What follows belongs to an exercise in optimizing a design on an open flow for small area, a short achievable clock period and few clock cycles per item; a production flow would make more cautious choices. The RTL was checked by simulation tests, not by an equivalence proof against the original design. No activity file was given, so power comes from the tool's default toggle rates.

==> run R <==
## bch_dec
module bch_dec (
    input  wire        clk,
    input  wire        rst,
    input  wire        in_valid,
    output wire        in_ready,
    input  wire [63:0] in_data,
    output reg         out_valid,
    output wire        out_fail,       
    output wire [1:0]  out_nerr,       
    output wire [10:0] out_pos0,       
    output wire [10:0] out_pos1,
    output wire [10:0] out_pos2
);
Settings: LEC_CHECK=0, CAP_MARGIN=20, CORE_MARGIN=2, CORE_UTILIZATION=60, PLACE_DENSITY=0.75, SLEW_MARGIN=20; clock period 10.0 ns.
run.sh (not shown) runs the stock make flow with config.mk's settings and CLKGATE_MAP_FILE= SYNTH_SCRIPT=/design/flow/synth_recipe.tcl, a recipe that flattens the netlist after the stock synthesis.
==> run X: changes against run R <==
--- a/flow/design.v
+++ b/flow/design.v
@@ -676,22 +676,21 @@
         if (c_st[11] & c_k3) begin c_ic <= c_m ^ c_s1; c_s1 <= c_m ^ c_c; end
     end
     reg        d_bsy;
     reg [4:0]  d_cn_r;                 
     assign     d_cnt = d_cn_r;
-    wire [16:0] d_st = 17'd1 << d_cnt;
+    wire [14:0] d_st = 15'd1 << d_cnt;
     reg [10:0] d_x64, d_e5, d_e69;
     wire [10:0] d_e534 = d_e5;         
     reg [1:0]  d_n;
     reg        d_fail;
-    reg [4:0]  d_a, d_b15, d_k;
+    reg [4:0]  d_k;
     reg [6:0]  d_b;
-    reg [11:0] d_kk;
     reg [10:0] d_q0, d_q1, d_q2;
     assign     d_busy = d_bsy;
-    wire [4:0]  d_cn = c_pass ? 5'd0 : (d_cnt == 5'd17) ? d_cnt : d_cnt + 5'd1;
-    wire [16:0] d_nx = 17'd1 << d_cn;
+    wire [4:0]  d_cn = c_pass ? 5'd0 : (d_cnt == 5'd15) ? d_cnt : d_cnt + 5'd1;
+    wire [14:0] d_nx = 15'd1 << d_cn;
     reg d_g0, d_g1, d_g2, d_p1, d_p2;  
     wire d_p0 = d_g0 | d_g1 | d_g2;
     always @(posedge clk) begin
         d_g0 <= d_nx[0];
         d_g1 <= d_nx[3];
@@ -703,30 +702,32 @@
     wire [10:0] d_ma = ({11{d_p0}} & d_x) | ({11{d_p1 | d_p2}} & d_e5);
     wire [10:0] d_mb = ({11{d_p0}} & f_sq2(d_x)) | ({11{d_p1}} & d_x64) |
                        ({11{d_p2}} & f_sq9(d_e69));
     wire [10:0] d_m = gf_mul(d_ma, d_mb);
     wire d_tab = d_st[3] | d_st[6] | d_st[9];
-    wire d_key_st = d_st[6] | d_st[9] | d_st[12];
-    wire [5:0]  d_kd  = {1'b0, d_a} - {1'b0, d_b15};
+    wire d_key_st = d_st[4] | d_st[7] | d_st[10];
+    wire [11:0] d_t89 = f_t89(d_e69[10:1]);    
+    wire [5:0]  d_kd  = {1'b0, f_t23(d_e534)} - {1'b0, d_t89[11:7]};
     wire [4:0]  d_kn  = d_kd[5] ? d_kd[4:0] + 5'd23 : d_kd[4:0];
+    wire [11:0] d_kk  = 12'd1279 - {7'd0, d_k} * 12'd89;
     wire [11:0] d_pos = d_kk - {5'd0, d_b};
     wire        d_ok  = !d_pos[11] && (d_pos[10:0] <= 11'd1231);
-    wire        d_use = d_st[6] ? (d_n != 2'd0) : d_st[9] ? d_n[1] : (d_n == 2'd3);
+    wire        d_use = d_st[4] ? (d_n != 2'd0) : d_st[7] ? d_n[1] : (d_n == 2'd3);
     wire [10:0] d_key = (d_use && d_ok) ? d_pos[10:0] : 11'h7ff;
     wire        d_sw01 = d_q1 < d_q0;
     wire        d_sw12 = d_q2 < d_q1;
     always @(posedge clk) begin
         if (rst) begin
             d_bsy     <= 1'b0;
             out_valid <= 1'b0;
         end else begin
             if (c_pass) d_bsy <= 1'b1;
-            else if (d_st[16]) d_bsy <= 1'b0;
-            out_valid <= d_bsy && d_st[16];
+            else if (d_st[14]) d_bsy <= 1'b0;
+            out_valid <= d_bsy && d_st[14];
         end
         if (rst) begin
-            d_cn_r <= 5'd17;
+            d_cn_r <= 5'd15;
         end else begin
             d_cn_r <= d_cn;
         end
         if (c_pass) begin
             d_n    <= c_n;
@@ -735,18 +736,15 @@
             d_fail <= 1'b1;
         end
         if (d_p0) begin d_e5 <= d_m; d_x64 <= f_sq6(d_x); end
         if (d_p1) d_e69 <= d_m;
         if (d_p2) d_e5 <= d_m;
-        if (d_tab) {d_b15, d_b} <= f_t89(d_e69[10:1]);
-        d_a  <= f_t23(d_e534);
-        d_k  <= d_kn;
-        d_kk <= 12'd1279 - {7'd0, d_k} * 12'd89;
+        if (d_tab) begin d_b <= d_t89[6:0]; d_k <= d_kn; end
         if (d_key_st) begin d_q2 <= d_key; d_q1 <= d_q2; d_q0 <= d_q1; end
-        if ((d_st[13] | d_st[15]) && d_sw01) begin d_q0 <= d_q1; d_q1 <= d_q0; end
-        if (d_st[14] && d_sw12) begin d_q1 <= d_q2; d_q2 <= d_q1; end
-        if (d_st[16]) begin
+        if ((d_st[11] | d_st[13]) && d_sw01) begin d_q0 <= d_q1; d_q1 <= d_q0; end
+        if (d_st[12] && d_sw12) begin d_q1 <= d_q2; d_q2 <= d_q1; end
+        if (d_st[14]) begin
             if (d_fail || d_n == 2'd0) d_q0 <= 11'd0;
             if (d_fail || !d_n[1])     d_q1 <= 11'd0;
             if (d_fail || d_n != 2'd3) d_q2 <= 11'd0;
             if (d_fail)                d_n  <= 2'd0;
         end
--- a/flow/config.mk
+++ b/flow/config.mk
@@ -6,7 +6,7 @@
 export NUM_CORES = 4
 export LEC_CHECK = 0
 export CAP_MARGIN = 20
 export CORE_MARGIN = 2
 export CORE_UTILIZATION = 60
-export PLACE_DENSITY = 0.75
+export CTS_BUF_LIST = sky130_fd_sc_hd__clkbuf_4 sky130_fd_sc_hd__clkbuf_8
 export SLEW_MARGIN = 20
==> run K: changes against run R <==
--- a/flow/design.v
+++ b/flow/design.v
@@ -534,48 +534,55 @@
                 acc3 <= last_r ? 11'd0 : syn_out[21:11];
                 acc5 <= last_r ? 11'd0 : syn_out[32:22];
             end
         end
     end
-    reg [10:0] b_s1, b_s3, b_s5, b_r1, b_d, b_x, b_a;
-    wire [10:0] b_t = b_s3;            
+    reg [10:0] b_s1, b_s3, b_s5, b_r1, b_d, b_x, b_a, b_p;
     reg        b_allz, b_case2, b_dz, b_trk;
     wire       c_busy;
     wire [4:0] d_cnt;
     assign     b_pass = b_busy && b_st[16] && !c_busy && (d_cnt >= 5'd6);
     wire [4:0]  b_cn = b_load ? 5'd0 : b_st[16] ? b_cnt : b_cnt + 5'd1;
     wire [16:0] b_nx = 17'd1 << b_cn;
     wire b_c2 = b_case2, b_c3 = !b_case2;
-    reg [7:0] b_sa;                    
+    reg [6:0] b_sa;                    
     reg [8:0] b_sb;                    
     always @(posedge clk) begin
-        b_sa <= {b_nx[12] | (b_nx[13] & b_c3) | b_nx[14],
-                 b_nx[7] | b_nx[10] | (b_nx[11] & b_c3) | b_nx[15],
-                 b_nx[8], b_nx[6], b_nx[4] | (b_nx[11] & b_c2),
-                 b_nx[2], b_nx[1], b_nx[0] | b_nx[3] | (b_nx[13] & b_c2)};
-        b_sb <= {b_nx[14], b_nx[12], b_nx[10], b_nx[8] | b_nx[11] | (b_nx[13] & b_c3),
-                 b_nx[7], b_nx[6] | (b_nx[13] & b_c2), b_nx[3] | b_nx[4] | b_nx[15],
-                 b_nx[2], b_nx[0] | b_nx[1]};
+        b_sa <= {b_nx[10] | b_nx[15],                                      
+                 b_nx[8],                                                  
+                 b_nx[6],                                                  
+                 b_nx[2] | b_nx[4] | (b_nx[11] & b_c2),                    
+                 b_nx[13] & b_c3,                                          
+                 b_nx[1] | b_nx[7] | (b_nx[11] & b_c3) | b_nx[12] | b_nx[14],  
+                 b_nx[0] | b_nx[3] | (b_nx[13] & b_c2)};                   
+        b_sb <= {b_nx[14],                                                 
+                 b_nx[13] & b_c3,                                          
+                 b_nx[12],                                                 
+                 b_nx[2] | b_nx[10],                                       
+                 b_nx[8] | b_nx[11],                                       
+                 b_nx[7],                                                  
+                 b_nx[6] | (b_nx[13] & b_c2),                              
+                 b_nx[3] | b_nx[4] | b_nx[15],                             
+                 b_nx[0] | b_nx[1]};                                       
     end
     wire [10:0] b_ma =
         ({11{b_sa[0]}} & b_s1) |
-        ({11{b_sa[1]}} & b_r1) |
+        ({11{b_sa[1]}} & b_p) |
         ({11{b_sa[2]}} & b_s3) |
         ({11{b_sa[3]}} & b_d) |
         ({11{b_sa[4]}} & f_sq1(b_x)) |
         ({11{b_sa[5]}} & b_x) |
-        ({11{b_sa[6]}} & b_a) |
-        ({11{b_sa[7]}} & b_t);
+        ({11{b_sa[6]}} & b_a);
     wire [10:0] b_mb =
         ({11{b_sb[0]}} & f_sq1(b_s1)) |
-        ({11{b_sb[1]}} & b_d) |
-        ({11{b_sb[2]}} & b_s5) |
-        ({11{b_sb[3]}} & b_x) |
-        ({11{b_sb[4]}} & f_sq2(b_a)) |
-        ({11{b_sb[5]}} & f_sq1(b_a)) |
-        ({11{b_sb[6]}} & b_t) |
-        ({11{b_sb[7]}} & f_sq2(b_d)) |
+        ({11{b_sb[1]}} & b_s5) |
+        ({11{b_sb[2]}} & b_x) |
+        ({11{b_sb[3]}} & f_sq2(b_p)) |
+        ({11{b_sb[4]}} & f_sq1(b_p)) |
+        ({11{b_sb[5]}} & b_s3) |
+        ({11{b_sb[6]}} & f_sq2(b_d)) |
+        ({11{b_sb[7]}} & f_sq1(b_a)) |
         ({11{b_sb[8]}} & f_sq2(b_s5));
     wire [10:0] b_m = gf_mul(b_ma, b_mb);
     always @(posedge clk) begin
         if (rst) begin
             b_busy <= 1'b0;
@@ -592,24 +599,23 @@
         if (b_load) begin
             b_s1 <= syn_out[10:0];
             b_s3 <= syn_out[21:11];
             b_s5 <= syn_out[32:22];
         end
-        if (b_st[0])  begin b_r1 <= b_m; b_allz <= (b_s1 == 11'd0) && (b_s3 == 11'd0) && (b_s5 == 11'd0); end
-        if (b_st[1])  begin b_s5 <= b_m ^ b_s5; b_d <= b_r1 ^ b_s3; end
-        if (b_st[2] | b_st[11] | (b_st[13] & b_c3)) b_s3 <= b_m;
-        if (b_st[9])  b_s3 <= f_sq5(b_a);
-        if (b_st[3] | b_st[14]) b_x <= b_m;
-        if (b_st[3])  b_dz <= (b_d == 11'd0);
-        if (b_st[4])  b_case2 <= (b_x == b_t);
-        if (b_st[4] | b_st[6] | b_st[7] | b_st[8] | b_st[10]) b_a <= b_m;
-        if (b_st[5])  b_x <= b_case2 ? b_r1 : b_a;
-        if (b_st[12] & b_c3) b_r1 <= b_m;
-        if (b_st[12] & b_c2) b_x  <= f_ht(b_t);
-        if (b_st[12]) b_trk <= tr(b_t);
-        if (b_st[13]) b_r1 <= b_dz ? b_s1 : b_c2 ? b_m : b_r1;
-        if (b_st[15]) b_d <= b_m;
+        if (!b_st[16]) b_p <= b_m;
+        if (b_st[0])  b_allz <= (b_s1 == 11'd0) && (b_s3 == 11'd0) && (b_s5 == 11'd0);
+        if (b_st[1])  begin b_r1 <= b_p; b_d <= b_p ^ b_s3; end
+        if (b_st[2])  b_s5 <= b_p ^ b_s5;
+        if (b_st[3])  begin b_s3 <= b_p; b_dz <= (b_d == 11'd0); end
+        if (b_st[4])  b_case2 <= (b_p == b_s3);
+        if (b_st[5])  b_x <= b_case2 ? b_r1 : b_p;
+        if (b_st[9])  begin b_s3 <= f_sq5(b_p); b_a <= b_p; end
+        if (b_st[11]) b_a <= b_p;
+        if (b_st[12]) begin b_s3 <= b_p; b_trk <= tr(b_p); if (b_c2) b_x <= f_ht(b_p); end
+        if (b_st[13] & b_c3) b_r1 <= b_p;
+        if (b_st[14]) b_r1 <= b_dz ? b_s1 : b_c2 ? b_p : b_r1;
+        if (b_st[15]) b_x <= b_p;
     end
     reg        c_bsy;
     reg [3:0]  c_cnt;                  
     wire [12:0] c_st = 13'd1 << c_cnt;
     reg [10:0] c_s1, c_c, c_ic, c_sp, c_za, c_zb;
@@ -663,11 +669,11 @@
                                   b_case2 ? b_trk : (b_s5 == 11'd0 || !tr(b_x)));
             c_c  <= b_r1;
             c_ic <= b_k3 ? b_x : b_r1 ^ b_s1;
             c_za <= b_r1;
             c_zb <= f_sq1(b_r1);
-            c_sp <= b_d;
+            c_sp <= b_p;
         end
         if (c_up) begin c_za <= c_m ^ c_c; c_zb <= f_sq1(c_zb); end
         if (c_dn) begin c_za <= f_sq1(c_za); c_zb <= c_m ^ c_c; end
         if (c_st[7]) begin c_zb <= c_m; c_ok <= (c_zb == f_sq2(c_za)); end
         if (c_st[8] & c_k3)  c_c  <= f_htsq(c_zb);
@@ -677,31 +683,28 @@
     end
     reg        d_bsy;
     reg [4:0]  d_cn_r;                 
     assign     d_cnt = d_cn_r;
     wire [16:0] d_st = 17'd1 << d_cnt;
-    reg [10:0] d_x64, d_e5, d_e69;
+    reg [10:0] d_xr, d_x64, d_e5, d_e69, d_t69;
     wire [10:0] d_e534 = d_e5;         
     reg [1:0]  d_n;
     reg        d_fail;
     reg [4:0]  d_a, d_b15, d_k;
     reg [6:0]  d_b;
     reg [11:0] d_kk;
     reg [10:0] d_q0, d_q1, d_q2;
     assign     d_busy = d_bsy;
     wire [4:0]  d_cn = c_pass ? 5'd0 : (d_cnt == 5'd17) ? d_cnt : d_cnt + 5'd1;
     wire [16:0] d_nx = 17'd1 << d_cn;
-    reg d_g0, d_g1, d_g2, d_p1, d_p2;  
-    wire d_p0 = d_g0 | d_g1 | d_g2;
+    reg d_p0, d_p1, d_p2;              
     always @(posedge clk) begin
-        d_g0 <= d_nx[0];
-        d_g1 <= d_nx[3];
-        d_g2 <= d_nx[6];
+        d_p0 <= d_nx[0] | d_nx[3] | d_nx[6];
         d_p1 <= d_nx[1] | d_nx[4] | d_nx[7];
         d_p2 <= d_nx[2] | d_nx[5] | d_nx[8];
     end
-    wire [10:0] d_x  = ({11{d_g0}} & c_c) | ({11{d_g1}} & c_ic) | ({11{d_g2}} & c_s1);
+    wire [10:0] d_x  = d_xr;
     wire [10:0] d_ma = ({11{d_p0}} & d_x) | ({11{d_p1 | d_p2}} & d_e5);
     wire [10:0] d_mb = ({11{d_p0}} & f_sq2(d_x)) | ({11{d_p1}} & d_x64) |
                        ({11{d_p2}} & f_sq9(d_e69));
     wire [10:0] d_m = gf_mul(d_ma, d_mb);
     wire d_tab = d_st[3] | d_st[6] | d_st[9];
@@ -733,13 +736,16 @@
             d_fail <= c_fail || (c_k3 && !c_ok);
         end else if (d_key_st && d_use && !d_ok) begin
             d_fail <= 1'b1;
         end
         if (d_p0) begin d_e5 <= d_m; d_x64 <= f_sq6(d_x); end
+        if (c_pass)        d_xr <= c_c;
+        else if (d_st[2])  d_xr <= c_ic;
+        else if (d_st[5])  d_xr <= c_s1;
         if (d_p1) d_e69 <= d_m;
-        if (d_p2) d_e5 <= d_m;
-        if (d_tab) {d_b15, d_b} <= f_t89(d_e69[10:1]);
+        if (d_p2) begin d_e5 <= d_m; d_t69 <= d_e69; end
+        if (d_tab) {d_b15, d_b} <= f_t89(d_t69[10:1]);    
         d_a  <= f_t23(d_e534);
         d_k  <= d_kn;
         d_kk <= 12'd1279 - {7'd0, d_k} * 12'd89;
         if (d_key_st) begin d_q2 <= d_key; d_q1 <= d_q2; d_q0 <= d_q1; end
         if ((d_st[13] | d_st[15]) && d_sw01) begin d_q0 <= d_q1; d_q1 <= d_q0; end
--- a/flow/config.mk
+++ b/flow/config.mk
@@ -6,7 +6,7 @@
 export NUM_CORES = 4
 export LEC_CHECK = 0
 export CAP_MARGIN = 20
 export CORE_MARGIN = 2
 export CORE_UTILIZATION = 60
-export PLACE_DENSITY = 0.75
+export CTS_BUF_LIST = sky130_fd_sc_hd__clkbuf_8
 export SLEW_MARGIN = 20
==> comparison table <==
metric                                                                                        run R                  run X                      run K
Status                                                             no timing/DRC/antenna violations  no timing/DRC/antenna violations  no timing/DRC/antenna violations
Xor and xnor area share after synthesis                                                       29.9%                  30.8%                      28.8%
Total half-perimeter wirelength after legalization and detailed placement                   81.7 mm                85.1 mm                    87.4 mm
Vias in the first global route                                                                27500                  28900                      29300
Final layout net count                                                                         3991                   3929                       4027
Worst-case register-to-register setup slack                                                 5.38 ns                5.29 ns                    5.95 ns
All-layer global routing usage                                                                37.7%                  39.6%                      39.6%
Met1 layer usage reported by global route                                                     48.0%                  49.4%                      53.5%
H-Tree Depth                                                                                      2                      3                          3
Measured slew at the worst slew-check pin                                                   1.12 ns                1.25 ns                    1.19 ns
Sum of internal, switching and leakage power                                                7.26 mW                12.4 mW                    7.17 mW
Average via count per standard cell                                                            6.26                   6.52                       6.45
Number of enable-type register cells in the synthesized netlist                                 197                    197                        218
Number of buffers created by CTS                                                                 45                     66                         76
Fraction of area in multi-input gates                                                         60.2%                  60.9%                      58.6%
Portion of total power attributed to sequential cells                                         29.5%                  22.2%                      31.8%
Leakage dissipation                                                                         12.5 nW                12.6 nW                    12.6 nW
Combined area of the multi-input logic cells                                             21800 um^2             21500 um^2                 21500 um^2
Combinational power                                                                         3.38 mW                8.04 mW                    3.20 mW
Routed length per placed instance                                                           23.9 um                25.3 um                    25.0 um
Total die area                                                                           57800 um^2             56400 um^2                 58300 um^2
Critical-path top delay cell                                               sky130_fd_sc_hd__xnor2_1  sky130_fd_sc_hd__fa_1  sky130_fd_sc_hd__nor4bb_2
Endpoint of the worst-slack reg-to-reg timing path                                          b_s5[5]                d_q2[2]                    c_zb[2]
Max Fanout on Critical Path                                                                      11                     10                         20
Testbench counts of run R, summed over its fixed seeds: cycles 9,992, rows 480.
Testbench counts of run X, summed over its fixed seeds: cycles 9,976, rows 480.
Testbench counts of run K, summed over its fixed seeds: cycles 9,992, rows 480.

==> static timing again, ports no longer ideal <==
In the flow no input, the clock included, has a driving cell. The finished layouts below were timed again as built, in two steps. Step 1, drivers: a clkbuf_16 drives clk and a buf_2 each remaining input, both assumed. Step 2 adds t to the input delays and takes it off the output delays; t is the mean of the earliest and latest rising clock arrival at the registers after step 1. Input paths then give back, and output paths get back, about the clock's delay inside the block. a / b / c = ideal / step 1 / step 2; a / b = the first two.
| run | t (ns) | setup WS [ns] | worst setup path at the end | clock arrival spread, ns | pins driven straight from the clock port |
|---|---|---|---|---|---|
| run R | 0.655 | 5.377 / 5.377 / 5.377 | register to register | 0.066 / 0.065 | 1 |
| run X | 0.735 | 5.294 / 5.294 / 5.294 | register to register | 0.068 / 0.068 | 1 |
| run K | 0.716 | 5.954 / 5.954 / 5.954 | register to register | 0.048 / 0.047 | 1 |
After both steps every run listed still meets setup and hold.
